Source: an optimization exercise on an open RTL-to-GDS flow (aim: small area and a short achievable clock period). Production flows keep margins and buffers that such runs may drop. Only simulation tests tie the RTL to the original design; equivalence was not proved.

v33:
Design scr_curve_thr, start of the top module:
module scr_curve_thr (
    input             clk,
    input             rst,
    input             in_valid,
    input      [11:0] g,           
    input      [95:0] curve,       
    input      [55:0] thr,         
    input      [2:0]  nbnd,        
    input             off,         
    output reg        out_valid,
    output reg [11:0] v,
    output reg [2:0]  level
);
Settings: LEC_CHECK=0, ABC_CLOCK_PERIOD_IN_PS=40000, CAP_MARGIN=20, CORE_MARGIN=2, CORE_UTILIZATION=60, CTS_BUF_LIST=sky130_fd_sc_hd__clkbuf_8, GPL_TIMING_DRIVEN=0, PLACE_DENSITY=0.75, SLEW_MARGIN=20, SYNTH_HIERARCHICAL=1, SYNTH_MINIMUM_KEEP_SIZE=0; clock period 70.0 ns.
standard.sh (not shown) runs the stock make flow with config.mk's settings and CLKGATE_MAP_FILE= SYNTH_SCRIPT=/design/flow/synth_recipe.tcl, a recipe that flattens the netlist after the stock synthesis.
==> flow/flow/run.sh <==
#!/bin/bash
# The standard layout (standard.sh), with each port buffered by a
# sky130_fd_sc_hd__buf_1 instead of the cell buffer_ports picks by default.
# make's full output goes to standard.log; ORFS writes each step's log under
# orfs/logs/.
set -euo pipefail
export BUFFER_PORTS_ARGS="-buffer_cell sky130_fd_sc_hd__buf_1"
bash standard.sh > standard.log 2>&1
v33 completed end to end with timing, DRC and antenna clean.
Setup changes, v33 to v44
# v33
export LEC_CHECK = 0
export ABC_CLOCK_PERIOD_IN_PS = 40000
export CAP_MARGIN = 20
export CORE_MARGIN = 2
export CORE_UTILIZATION = 60
export CTS_BUF_LIST = sky130_fd_sc_hd__clkbuf_8
export GPL_TIMING_DRIVEN = 0
export PLACE_DENSITY = 0.75
export SLEW_MARGIN = 20
export SYNTH_HIERARCHICAL = 1
export SYNTH_MINIMUM_KEEP_SIZE = 0
create_clock -name core_clock -period 70.0 [get_ports {clk}]
# v44
export LEC_CHECK = 0
export ABC_CLOCK_PERIOD_IN_PS = 40000
export CAP_MARGIN = 20
export CORE_MARGIN = 2
export CORE_UTILIZATION = 40
export CTS_BUF_LIST = sky130_fd_sc_hd__clkbuf_8
export GPL_TIMING_DRIVEN = 0
export PLACE_DENSITY = 0.6
export SLEW_MARGIN = 20
export SYNTH_HIERARCHICAL = 1
export SYNTH_MINIMUM_KEEP_SIZE = 0
create_clock -name core_clock -period 70.0 [get_ports {clk}]
==> flow/flow/run.sh <==
#!/bin/bash
# The standard layout (standard.sh), with each port buffered by a
# sky130_fd_sc_hd__buf_1 instead of the cell buffer_ports picks by default,
# except the ports g[*], whose buffers become buf_4 after global placement
# (flow/portbuf.tcl); they feed the segment logic.
# make's full output goes to standard.log; ORFS writes each step's log under
# orfs/logs/.
set -euo pipefail
export BUFFER_PORTS_ARGS="-buffer_cell sky130_fd_sc_hd__buf_1"
export POST_GLOBAL_PLACE_TCL="$PWD/flow/portbuf.tcl"
bash standard.sh > standard.log 2>&1
==> flow/flow/portbuf.tcl (new file) <==
# Sourced after global placement (POST_GLOBAL_PLACE_TCL): the buffers of the
# gathered-value ports g[*], which feed the segment logic, become buf_4.
set block [ord::get_db_block]
foreach bterm [$block getBTerms] {
  if {![string match {g\[*} [$bterm getName]]} { continue }
  foreach iterm [[$bterm getNet] getITerms] {
    set inst [$iterm getInst]
    set master [[$inst getMaster] getName]
    if {[string match "sky130_fd_sc_hd__buf_*" $master]} {
      puts "port buffer [$inst getName]: $master -> sky130_fd_sc_hd__buf_4"
      replace_cell [get_cells [$inst getName]] sky130_fd_sc_hd__buf_4
    }
  }
}
Results
Comparing v33 and v44, initial standard-cell utilization of the core is higher on v33. Delta (v44 minus v33): number of clock buffer instances in the layout now sits at about the same level; number of stages on the worst setup path now sits lower; register-to-register slack climbed 170 ps.
> inputs changed (v44 -> v39)
==> flow/flow/run.sh <==
#!/bin/bash
# The standard layout (standard.sh), with each port buffered by a
# sky130_fd_sc_hd__buf_1 instead of the cell buffer_ports picks by default.
# make's full output goes to standard.log; ORFS writes each step's log under
# orfs/logs/.
set -euo pipefail
export BUFFER_PORTS_ARGS="-buffer_cell sky130_fd_sc_hd__buf_1"
bash standard.sh > standard.log 2>&1
removed: flow/flow/portbuf.tcl
Findings:
v39 gives more post-route met1 wirelength than v44 did. Lower post-place instance area among v39 and v44: v39. v39: hold slack 10 ps below v44. Diff v44 -> v39: total wirelength of the detailed-routed design dropped 0.39%; compound-cell area share of the yosys netlist was more or less identical; highest clock rate went down; number of global-route vias before repair down 31.

afterwards: timing with drivers on the ports:
The flow's constraints put no driver on any port. The routed layouts listed below were extracted and timed again, unchanged, in two steps. Step 1 assumes that a clkbuf_16 drives the clock port and a buf_2 every other input. Step 2 times the ports against the registers' clock, not the clock port: input delays grow and output delays shrink by t, the midpoint of the rising clock arrivals with the driver on. a / b / c = ideal ports / drivers / drivers and shift; a / b = the first two.
| run | t (ns) | setup WS [ns] | slew at the worst register clock pin (ns) | worst data-port slew with drivers (ns) |
|---|---|---|---|---|
| v33 | 0.487 | 54.017 / 54.033 / 53.545 | 0.08 / 0.08 | 0.05 |
| v44 | 0.485 | 54.263 / 54.284 / 53.799 | 0.09 / 0.09 | 0.09 |
| v39 | 0.494 | 53.923 / 53.945 / 53.451 | 0.09 / 0.09 | 0.09 |
After both steps every run listed still meets setup and hold.
